From an optimization exercise on the open Yosys and OpenROAD flow, aimed at small area, a short achievable clock period and few clock cycles per item; shortcuts taken in it are not production practice.
The RTL was checked by simulation tests, not by an equivalence proof against the original design.

==> design/flow/design.v <==
module ad8_round32 (
    input  wire               neg,
    input  wire        [44:0] mag,
    input  wire signed [12:0] base,
    input  wire               ftz,
    output reg         [31:0] bits,
    output reg                ovf,
    output reg                res_zero,
    output reg                rem_neg,
    output reg         [44:0] rem_mag
);
    integer            i;
    reg         [5:0]  m;           
    reg  signed [12:0] x;           
    reg  signed [12:0] rs_norm;     
    reg  signed [12:0] rs_sub;      
    reg  signed [12:0] rs;
    reg                normal;
    reg         [5:0]  rsc;         
    reg         [46:0] mask;
    reg         [46:0] low;
    reg                guard;
    reg         [24:0] q;
    reg         [33:0] full;
    always @* begin
        m = 6'd0;
        for (i = 0; i < 45; i = i + 1)
            if (mag[i]) m = i[5:0];
        x       = base + $signed({7'd0, m});
        rs_norm = $signed({7'd0, m}) - 13'sd23;
        rs_sub  = -13'sd149 - base;
        normal  = (rs_norm >= rs_sub);
        rs      = normal ? rs_norm : rs_sub;
        rsc   = 6'd0;
        mask  = 47'd0;
        low   = 47'd0;
        guard = 1'b0;
        q     = 25'd0;
        if (rs <= 0) begin
            q = mag[24:0] << (-rs);
        end else begin
            rsc   = (rs > 46) ? 6'd46 : rs[5:0];
            mask  = (47'd1 << rsc) - 47'd1;
            low   = {2'b00, mag} & mask;
            guard = (rsc <= 6'd45) ? mag[rsc - 6'd1] : 1'b0;
            q     = ({2'b00, mag} >> rsc) + {46'd0, guard};
        end
        if (normal)
            full = ({{21{x[12]}}, x} + 34'd126) << 23;
        else
            full = 34'd0;
        full = full + {9'd0, q};
        ovf      = 1'b0;
        res_zero = 1'b0;
        rem_neg  = neg;
        rem_mag  = 45'd0;
        if (mag == 45'd0) begin
            bits     = 32'd0;
            res_zero = 1'b1;
            rem_neg  = 1'b0;
        end else if (full >= 34'h07F80_0000) begin
            bits = {neg, 8'hFF, 23'd0};
            ovf  = 1'b1;
        end else if (q == 25'd0 || (ftz && full < 34'h0_0080_0000)) begin
            bits     = {neg, 31'd0};
            res_zero = 1'b1;
            rem_mag  = mag;
        end else begin
            bits = {neg, full[30:0]};
            if (guard) begin
                rem_neg = ~neg;
                rem_mag = ((47'd1 << rsc) - low);
            end else begin
                rem_mag = low[44:0];
            end
        end
    end
endmodule
module aligned_dot8 (
    input  wire         clk,
    input  wire         rst,
    input  wire         in_valid,
    input  wire [127:0] a_vec,
    input  wire [127:0] b_vec,
    input  wire         ftz,
    output reg          out_valid,
    output reg  [31:0]  sum_word,
    output reg  [31:0]  comp_word,
    output reg          ovf
);
    reg         v1;
    reg [127:0] a1;
    reg [127:0] b1;
    reg         ftz1;
    always @(posedge clk) begin
        if (rst) v1 <= 1'b0;
        else     v1 <= in_valid;
        a1   <= a_vec;
        b1   <= b_vec;
        ftz1 <= ftz;
    end
    integer       k, j;
    reg    [7:0]  ea, eb;
    reg    [6:0]  ma, mb;
    reg           a_nan, b_nan, a_inf, b_inf, a_zero, b_zero;
    reg    [7:0]  p_nan, p_inf, p_zero, p_neg;
    reg    [15:0] prod;
    reg    [4:0]  lz;
    reg    [15:0] norm   [0:7];
    reg    [9:0]  lead   [0:7];    
    reg    [9:0]  lmax;
    reg    [9:0]  d;
    reg    [39:0] term;
    reg signed [45:0] s_sum;
    reg    [45:0] neg_sum;
    reg           any_nan, any_inf, inf_neg;
    reg           g_neg;
    reg    [44:0] g_mag;
    reg signed [12:0] base;
    always @* begin
        for (k = 0; k < 8; k = k + 1) begin
            ea = a1[16*k+7 +: 8];
            ma = a1[16*k   +: 7];
            eb = b1[16*k+7 +: 8];
            mb = b1[16*k   +: 7];
            a_nan  = (ea == 8'hFF) && (ma != 7'd0);
            b_nan  = (eb == 8'hFF) && (mb != 7'd0);
            a_inf  = (ea == 8'hFF) && (ma == 7'd0);
            b_inf  = (eb == 8'hFF) && (mb == 7'd0);
            a_zero = (ea == 8'h00) && ((ma == 7'd0) || ftz1);
            b_zero = (eb == 8'h00) && ((mb == 7'd0) || ftz1);
            p_neg[k]  = a1[16*k+15] ^ b1[16*k+15];
            p_nan[k]  = a_nan || b_nan || (a_inf && b_zero) || (b_inf && a_zero);
            p_inf[k]  = !p_nan[k] && (a_inf || b_inf);
            p_zero[k] = !p_nan[k] && !p_inf[k] && (a_zero || b_zero);
            prod = {(ea != 8'h00), ma} * {(eb != 8'h00), mb};
            lz = 5'd16;
            for (j = 0; j < 16; j = j + 1)
                if (prod[j]) lz = 5'd15 - j[4:0];
            norm[k] = prod << lz;
            if (p_zero[k] || p_nan[k] || p_inf[k])
                lead[k] = 10'd0;
            else
                lead[k] = {2'b00, (ea == 8'h00) ? 8'd1 : ea}
                        + {2'b00, (eb == 8'h00) ? 8'd1 : eb}
                        + 10'd15 - {5'd0, lz};
        end
        lmax = 10'd0;
        for (k = 0; k < 8; k = k + 1)
            if (lead[k] > lmax) lmax = lead[k];
        s_sum = 46'sd0;
        for (k = 0; k < 8; k = k + 1) begin
            d    = lmax - lead[k];
            term = {norm[k], 24'd0} >> d;
            if (p_zero[k] || p_nan[k] || p_inf[k])
                term = 40'd0;
            if (p_neg[k])
                s_sum = s_sum - $signed({6'd0, term});
            else
                s_sum = s_sum + $signed({6'd0, term});
        end
        any_nan = (|p_nan) || ((|(p_inf & p_neg)) && (|(p_inf & ~p_neg)));
        any_inf = |p_inf;
        inf_neg = |(p_inf & p_neg);
        neg_sum = -s_sum;
        g_neg   = s_sum[45];
        g_mag   = s_sum[45] ? neg_sum[44:0] : s_sum[44:0];
        base  = $signed({3'd0, lmax}) - 13'sd307;
    end
    wire [31:0] g_bits;
    wire        g_ovf;
    wire        g_zero;
    wire        r_neg;
    wire [44:0] r_mag;
    ad8_round32 u_round_g (
        .neg      (g_neg),
        .mag      (g_mag),
        .base     (base),
        .ftz      (ftz1),
        .bits     (g_bits),
        .ovf      (g_ovf),
        .res_zero (g_zero),
        .rem_neg  (r_neg),
        .rem_mag  (r_mag)
    );
    wire [31:0] c_bits;
    wire        c_ovf_unused;
    wire        c_zero_unused;
    wire        c_rneg_unused;
    wire [44:0] c_rmag_unused;
    ad8_round32 u_round_c (
        .neg      (r_neg),
        .mag      (r_mag),
        .base     (base),
        .ftz      (ftz1),
        .bits     (c_bits),
        .ovf      (c_ovf_unused),
        .res_zero (c_zero_unused),
        .rem_neg  (c_rneg_unused),
        .rem_mag  (c_rmag_unused)
    );
    always @(posedge clk) begin
        if (rst) out_valid <= 1'b0;
        else     out_valid <= v1;
        if (any_nan) begin
            sum_word  <= 32'h7FC0_0000;
            comp_word <= 32'h0000_0000;
            ovf       <= 1'b0;
        end else if (any_inf) begin
            sum_word  <= {inf_neg, 31'h7F80_0000};
            comp_word <= 32'h0000_0000;
            ovf       <= 1'b0;
        end else if (g_ovf) begin
            sum_word  <= g_bits;
            comp_word <= 32'h0000_0000;
            ovf       <= 1'b1;
        end else begin
            sum_word  <= g_zero ? 32'h0000_0000 : g_bits;
            comp_word <= c_bits;
            ovf       <= 1'b0;
        end
    end
endmodule
==> design/flow/run.sh <==
#!/bin/bash
# synth_recipe.tcl (not shown) runs the flow's synth.tcl, then flattens the netlist and writes it again
# the make line also repeats each setting of config.mk as NAME=value (left out here)
make -C /OpenROAD-flow-scripts/flow DESIGN_CONFIG=/design/flow/config.mk WORK_HOME=/design/flow/orfs CLKGATE_MAP_FILE= SYNTH_SCRIPT=/design/flow/synth_recipe.tcl finish
==> design/flow/config.mk <==
export PLATFORM = sky130hd
export DESIGN_NAME = aligned_dot8
export DESIGN_NICKNAME = aligned_dot8
export VERILOG_FILES = /design/flow/design.v
export SDC_FILE = /design/flow/constraint.sdc
export NUM_CORES = 4
export LEC_CHECK = 0
export CAP_MARGIN = 20
export CORE_MARGIN = 2
export CORE_UTILIZATION = 25
export PLACE_DENSITY = 0.4
export SLEW_MARGIN = 20
==> design/flow/constraint.sdc <==
create_clock -name core_clock -period 90.0 [get_ports {clk}]
set_input_delay 18.0000 -clock core_clock [delete_from_list [all_inputs] [get_ports {clk}]]
set_output_delay 18.0000 -clock core_clock [all_outputs]
set_load 0.01 [all_outputs]
==> impl_results.md <==
* Startpoint Class: flop
* Post-route minimum period at 76.53 ns
* GRT overflow at 0
* Post-synth EDFFs at 0
* Io pins at 326
* Vias at between 100k and 150k
* Fin crit share at 85.0%
* Avg Synthesized Cell Area at about 7.0 um^2
* Final hold violation count at 0
* Area Growth Syn to Fin at 12.0%
* Number of routed nets with antenna violations at 0
* Synth Area in XOR/XNOR at roughly 9%
* Final setup margin at 13.47 ns
* Met1 usage at 30.6%
* Final TNS setup at 0 ns
* Yosys warnings at 4
* Post-synth top area cell: ha_1
* Synth Flop Type: dfxtp_1
* RSZ-0062 raised after global routing: no
* Layout cells sized above 1 at under 10%
* Util after Layout at ~28%
* Syn Nets at 16.0k
* I/O Buffers at between 300 and 400
* DPL Wire Length at 393 mm
* DRC Markers at 0
* CTS sink count at between 300 and 400
* Post-Syn Area at around 0.1 mm^2
* Mux contribution to synthesized area at a little under 5%
* Die Y-Extent at between 600 and 700 um
* Final setup fails at 0
* Synth top area share at 12.5%
* Post-CTS Setup Bufs at 0
* Max-Cap Viols at 0
* Register bit count reported by yosys at 324
* Max stage delay on crit path at around 0.97 ns
* Drt pass-1 iters at 8
* Core area at around 0.4 mm^2
* Vias/cell at 5.49
* Nets at roughly 16k
* Post-synth top cells: nor2_1, nand2_1, inv_1
* Global routing's busiest layer: met2
* Least-Margin Pin Slew at approximately 1.2 ns
* Critical Path AT at 77.15 ns
* Max clock buf depth at 3
* Die width at about 640 um
* CP Class: flop to flop
* Routed WL per cell at 24.2 um
* Antenna violations before repair at 20
* Placer's final routability congestion estimate at approximately 0.98
* Vias in the first global route at roughly 100k
* Synth cell types at 144
* Dpl ws at 14.44 ns
* Clock skew at 0.0415 ns
* Root Driver: clkbuf_16
* Cts repair resizes at 0
* Top cell by count, worst path: a21oi_1
* Total routed wirelength at roughly 480 mm
* CTS H-tree lvls at 2
* Async set-reset flop share out of synthesis at 0%
* Fmax at ~13 MHz
* Hold buffers post-CTS at 0
* Synth Instances at about 14k
* Clock Latency Late Sink at approximately 0.73 ns
* Count leader, synth: nor2_1
* Worst path slowest cell: a2111oi_1
* Initial Util at 25.1%
* Top cells by area, synth: ha_1, fa_1, dfxtp_1
* Die area at 0.406 mm^2
* Largest family of logic cells by synthesized area: compound AO/OA/AOI/OAI gates
* # rows at 232
* Crit Path Max Fanout at 66
* CTS tree: built
* Req. time, crit path at just over 90 ns
* Critical path endpoint category: flop
* Max-slew violation count at 0
* Synth Area in Compound Gates at 27.5%
* Largest net degree at the start of global routing at 86
* CTS Buf Count at 44
* Synth Area in Simple Gates at approximately a quarter
* HP Class: flop to flop
* Global-route wire length before repair at 705 mm
* Synth Area in Adders at between 10% and 20%
* Relative slew slack at a little under a fifth
* Total GRT Usage at 22.6%
* GR Layer Usage met3 at 2.59%
* Met2 usage at around 37%
* Status: complete, no violations
* Post-synthesis sequential area ratio at under 10%
* Worst-path clk slew at 0.06 ns
* 1st-iter DRT viols at ~11k
-- placed cells by master, fill, tap and decap left out, types with 430 or more instances in the layout --
cell / Yosys / routed
a21oi_1: 1010 / 1007
and2_1: 573 / 573
ha_1: 1002 / 1002
inv_1: 1163 / 1163
nand2_1: 1309 / 1309
nand3_1: 430 / 430
nor2_1: 1409 / 1406
nor3_1: 440 / 432
o21ai_0: 792 / 788
xnor2_1: 644 / 617
-- worst max-delay path: cells and delay by family (launching register included) --
kind / cells / cell delay (ns)
buffers and inverters: 23 / 6.51
XOR/XNOR: 16 / 4.05
flip-flops: 1 / 0.34
AO/OA/AOI/OAI: 159 / 33.95
adder cells (fa/ha/maj): 34 / 11.67
multiplexers: 6 / 2.03
AND/OR/NAND/NOR: 85 / 17.63
-- per-stage QoR --
step                cell area, um^2  hold WS (ns)  std cells
floorplan                    100000         0.414      14342
global placement             111000         0.425      19662
detailed placement           111000         0.422      19663
CTS                          112000         0.436      19741
global route                 112000         0.464      19744
finish                       112000         0.432      19751
-- kinds of logic after synthesis --
kind of cell / count (synthesis)
XOR/XNOR: 1023
flip-flops: 324
buffers and inverters: 1796
AND/OR/NAND/NOR: 5280
multiplexers: 421
AO/OA/AOI/OAI: 4140
adder cells (fa/ha/maj): 1358
-- flip-flops by register name, summed over array words and instances, names as in the netlist --
signal     cells
comp_word     32
ftz1           1
v1             1
sum_word      32
ovf            1
a1           128
out_valid      1
b1           128
-- layer usage --
layer  up-vias  share of wire [%]
met5         -             0.0061
met3       709                5.9
met1     52076                 45
met2      3910                 45
li1      51786                  -
met4         4                4.2
-- layout make-up --
cell class,instances,area (um^2)
Antenna cell,10,25.0
Clock buffer,55,1210
Clock inverter,23,294
Fill cell,44494,287000
Inverter,1193,4480
Multi-Input combinational cell,12222,87400
Sequential cell,324,6490
Tap cell,5265,6590
Timing Repair Buffer,659,5760
-- final timing paths --
kind,startpoint,endpoint,slack (ns),cells past startpoint
setup reg to reg,b1[27]$_DFF_P_,comp_word[25]$_SDFF_PP0_,13.47,323
hold reg to reg,v1$_SDFF_PP0_,out_valid$_SDFF_PP0_,0.43,1
hold / removal,v1$_SDFF_PP0_,out_valid$_SDFF_PP0_,0.43,1
setup / recovery,b1[27]$_DFF_P_,comp_word[25]$_SDFF_PP0_,13.47,323
Testbench counts, summed over its fixed seeds: cycles 24,008, items 24,000.

separate check: timing with driven ports:
In the flow no input, the clock included, has a driving cell. The finished layout below was timed again as built, in two steps.
Step 1 assumes that a clkbuf_16 drives the clock port and a buf_2 every other input.
Step 2 moves the port delays by t, midway between the first and last clock arrival at a register: inputs arrive t later, outputs are due t later. That takes back most of the time a late clock gives input paths.
Slacks: ideal ports / drivers / drivers and shift; pairs: ideal ports / drivers.
shift t [ns]: 0.818
setup WS [ns]: 13.467 / 13.467 / 13.467
worst setup path after step 2: register to register
After both steps this run still meets setup and hold. The setup slack of this run moves by 0.000 ns with the drivers and by 0.000 ns with both steps.
